Context: an optimization exercise on an open-source flow, tuned for small area and a short achievable clock period. The choices shown serve that exercise and are no tape-out recipe. Where RTL was checked, it was by simulation tests only, not by an equivalence proof against the original.

==> module hdr_merge, before the edit <==
module hdr_merge (
    input  wire        clk,
    input  wire        rst,         
    input  wire        in_valid,
    input  wire        depth,       
    input  wire [1:0]  nexp,        
    input  wire [11:0] code_l,
    input  wire        cg_l,
    input  wire [11:0] code_m,
    input  wire        cg_m,
    input  wire [11:0] code_s,
    input  wire        cg_s,
    input  wire [15:0] dark_l,      
    input  wire [15:0] dark_m,
    input  wire [15:0] dark_s,
    input  wire [31:0] ratio_m,     
    input  wire [31:0] ratio_s,     
    output reg         out_valid,
    output reg  [23:0] lin,
    output reg  [1:0]  lin_src      
);
    wire [18:0] x_l, x_m, x_s;
    hdr_diff u_diff_l (.depth(depth), .code(code_l), .cg(cg_l), .dark(dark_l), .x(x_l));
    hdr_diff u_diff_m (.depth(depth), .code(code_m), .cg(cg_m), .dark(dark_m), .x(x_m));
    hdr_diff u_diff_s (.depth(depth), .code(code_s), .cg(cg_s), .dark(dark_s), .x(x_s));
    wire hi_l = cg_l & ~x_l[18] & (x_l[17] | x_l[16] | (&x_l[15:13]));
    wire hi_m = cg_m & ~x_m[18] & (x_m[17] | x_m[16] | (&x_m[15:13]));
    wire use_l = (nexp[1] == 1'b0) | ~hi_l;
    wire use_m = ~use_l & (nexp == 2'd3) & ~hi_m;
    reg        r1_valid;
    reg [18:0] r1_x;
    reg        r1_cg;
    reg [31:0] r1_ratio;
    reg [1:0]  r1_src;
    always @(posedge clk) begin
        if (rst) r1_valid <= 1'b0;
        else     r1_valid <= in_valid;
        r1_x     <= use_l ? x_l  : use_m ? x_m  : x_s;
        r1_cg    <= use_l ? cg_l : use_m ? cg_m : cg_s;
        r1_ratio <= use_l ? 32'h0001_0000 : use_m ? ratio_m : ratio_s;
        r1_src   <= use_l ? 2'd0 : use_m ? 2'd1 : 2'd2;
    end
    wire [14:0] xq = r1_cg ? r1_x[15:1] : r1_x[18:4];
    wire [14:0] v  = r1_x[18] ? 15'd0 : (r1_cg & (|r1_x[17:16])) ? 15'h7FFF : xq;
    wire [23:0] ca, cb;
    wire        c16, z0, z1;
    hdr_csa u_csa (.v(v), .ratio(r1_ratio), .ca(ca), .cb(cb), .c16(c16), .z0(z0), .z1(z1));
    wire [23:0] p = ca ^ cb;
    wire [23:0] g = {ca[23:1] & cb[23:1], (ca[0] & cb[0]) | (p[0] & c16)};
    wire        c40;
    hdr_carry u_carry (.p(p), .g(g), .co(c40));
    wire        sat_d = ~(c40 ? z1 : z0);
    reg        r2_valid;
    reg [23:0] r2_p, r2_g;
    reg        r2_c, r2_sat;
    always @(posedge clk) begin
        if (rst) r2_valid <= 1'b0;
        else     r2_valid <= r1_valid;
        r2_p    <= p;
        r2_g    <= g;
        r2_c    <= c16;
        r2_sat  <= sat_d;
    end
    wire [23:0] cy;
    hdr_prefix u_prefix (.p(r2_p), .g(r2_g), .c(cy));
    wire [23:0] sum = r2_p ^ {cy[22:0], r2_c};
    always @(*) begin
        out_valid = r2_valid;
        lin       = r2_sat ? 24'hFFFFFF : sum;
    end
    always @(posedge clk) lin_src <= r1_src;
endmodule
==> module hdr_carry, before the edit <==
module hdr_carry (
    input  wire [23:0] p,
    input  wire [23:0] g,
    output wire        co
);
    wire [11:0] g1, p1;
    wire [5:0]  g2, p2;
    wire [2:0]  g3, p3;
    genvar i;
    generate
        for (i = 0; i < 12; i = i + 1) begin : l1
            assign g1[i] = g[2*i+1] | (p[2*i+1] & g[2*i]);
            assign p1[i] = p[2*i+1] & p[2*i];
        end
        for (i = 0; i < 6; i = i + 1) begin : l2
            assign g2[i] = g1[2*i+1] | (p1[2*i+1] & g1[2*i]);
            assign p2[i] = p1[2*i+1] & p1[2*i];
        end
        for (i = 0; i < 3; i = i + 1) begin : l3
            assign g3[i] = g2[2*i+1] | (p2[2*i+1] & g2[2*i]);
            assign p3[i] = p2[2*i+1] & p2[2*i];
        end
    endgenerate
    assign co = g3[2] | (p3[2] & (g3[1] | (p3[1] & g3[0])));
endmodule
clock: 13.0 ns
lec_check: 0
cap_margin: 20
core_margin: 2
core_utilization: 50
slew_margin: 20
standard.sh (not shown) runs the stock make flow with config.mk's settings and CLKGATE_MAP_FILE= SYNTH_SCRIPT=/design/flow/synth_recipe.tcl, a recipe that flattens the netlist after the stock synthesis.
==> flow/flow/run.sh <==
#!/bin/bash
set -euo pipefail
MARGIN=7
PORTBUF=sky130_fd_sc_hd__buf_1
POLFIX=1
R=orfs/results/$FLOW_PLATFORM/hdr_merge/base
LIB=$FLOW_HOME/platforms/$FLOW_PLATFORM/lib/sky130_fd_sc_hd__tt_025C_1v80.lib
KNOBS=("SETUP_SLACK_MARGIN=$MARGIN" "BUFFER_PORTS_ARGS=-buffer_cell $PORTBUF")

bash standard.sh synth "${KNOBS[@]}" > synth.log 2>&1
if [[ $POLFIX == 1 ]]; then
  cp $R/1_2_yosys.v 1_2_yosys_standard.v
  python3 flow/polfix.py 1_2_yosys_standard.v polfix.v "$LIB" > polfix.log 2>&1
  cp polfix.v $R/1_2_yosys.v
  rm -f $R/1_synth.odb
  bash standard.sh synth "${KNOBS[@]}" > synth_odb.log 2>&1
fi
bash standard.sh finish "${KNOBS[@]}" > finish.log 2>&1
Other scripts of this flow, unchanged in this note and not shown: flow/flow/polfix.py
Change:
--- a/flow/design.v
+++ b/flow/design.v
@@ -45,37 +45,42 @@
     wire [23:0] ca, cb;
     wire        c16, z0, z1;
     hdr_csa u_csa (.v(v), .ratio(r1_ratio), .ca(ca), .cb(cb), .c16(c16), .z0(z0), .z1(z1));
     wire [23:0] p = ca ^ cb;
     wire [23:0] g = {ca[23:1] & cb[23:1], (ca[0] & cb[0]) | (p[0] & c16)};
-    wire        c40;
-    hdr_carry u_carry (.p(p), .g(g), .co(c40));
-    wire        sat_d = ~(c40 ? z1 : z0);
+    wire        g24, p24;
+    hdr_carry u_carry (.p(p), .g({g[23:1], ca[0] & cb[0]}), .go(g24), .po(p24));
     reg        r2_valid;
     reg [23:0] r2_p, r2_g;
-    reg        r2_c, r2_sat;
+    reg        r2_c, r2_g24, r2_p24, r2_z0, r2_z1;
     always @(posedge clk) begin
         if (rst) r2_valid <= 1'b0;
         else     r2_valid <= r1_valid;
         r2_p    <= p;
         r2_g    <= g;
         r2_c    <= c16;
-        r2_sat  <= sat_d;
+        r2_g24  <= g24;
+        r2_p24  <= p24;
+        r2_z0   <= z0;
+        r2_z1   <= z1;
     end
     wire [23:0] cy;
     hdr_prefix u_prefix (.p(r2_p), .g(r2_g), .c(cy));
     wire [23:0] sum = r2_p ^ {cy[22:0], r2_c};
+    wire        c40 = r2_g24 | (r2_p24 & r2_c);
+    wire        sat = ~(c40 ? r2_z1 : r2_z0);
     always @(*) begin
         out_valid = r2_valid;
-        lin       = r2_sat ? 24'hFFFFFF : sum;
+        lin       = sat ? 24'hFFFFFF : sum;
     end
     always @(posedge clk) lin_src <= r1_src;
 endmodule
 module hdr_carry (
     input  wire [23:0] p,
     input  wire [23:0] g,
-    output wire        co
+    output wire        go,
+    output wire        po
 );
     wire [11:0] g1, p1;
     wire [5:0]  g2, p2;
     wire [2:0]  g3, p3;
     genvar i;
@@ -91,11 +96,12 @@
         for (i = 0; i < 3; i = i + 1) begin : l3
             assign g3[i] = g2[2*i+1] | (p2[2*i+1] & g2[2*i]);
             assign p3[i] = p2[2*i+1] & p2[2*i];
         end
     endgenerate
-    assign co = g3[2] | (p3[2] & (g3[1] | (p3[1] & g3[0])));
+    assign go = g3[2] | (p3[2] & (g3[1] | (p3[1] & g3[0])));
+    assign po = p3[2] & p3[1] & p3[0];
 endmodule
 module hdr_prefix (
     input  wire [23:0] p,
     input  wire [23:0] g,
     output wire [23:0] c
After rerunning: First-iteration DRC count rose by roughly a tenth. Wire length barely changes. Cell area is lower slightly. Synthesized cell count grows by a little under a tenth. Core utilization falls by 3.7 points. Via count climbs by a few percent. Count of clock-buffer cells in the layout goes down by 3. Worst hold slack gains 7.2 ps.
Only the layout flow was run in the first run of this note; the RTL was not checked for function there.

==> re-timing with driven ports <==
The flow's constraints put no driver on any port. The routed layouts listed below were extracted and timed again, unchanged, in two steps.
Step 1: set_driving_cell puts a clkbuf_16 on clk and a buf_2 on each other input, an assumption about the parent block.
Step 2, shift: input delay + t, output delay - t, t = (earliest + latest rising clock arrival at the registers) / 2. This alone moves slack from input paths to output paths.
Three values: no drivers, after step 1, after step 2; two values: the first two.
| run | shift t [ns] | setup slack, ns | worst hold slack (ns) | slew at the worst register clock pin (ns) |
|---|---|---|---|---|
| the first run | 0.438 | 6.712 / 6.712 / 6.631 | 0.329 / 0.329 / 0.329 | 0.08 / 0.08 |
| the second run | 0.428 | 7.144 / 7.132 / 6.704 | 0.336 / 0.336 / 0.336 | 0.09 / 0.09 |
After both steps setup and hold are still met in every run listed. The setup slack of the second run, which loses most, moves by -0.012 ns with the drivers and by -0.440 ns with both steps.
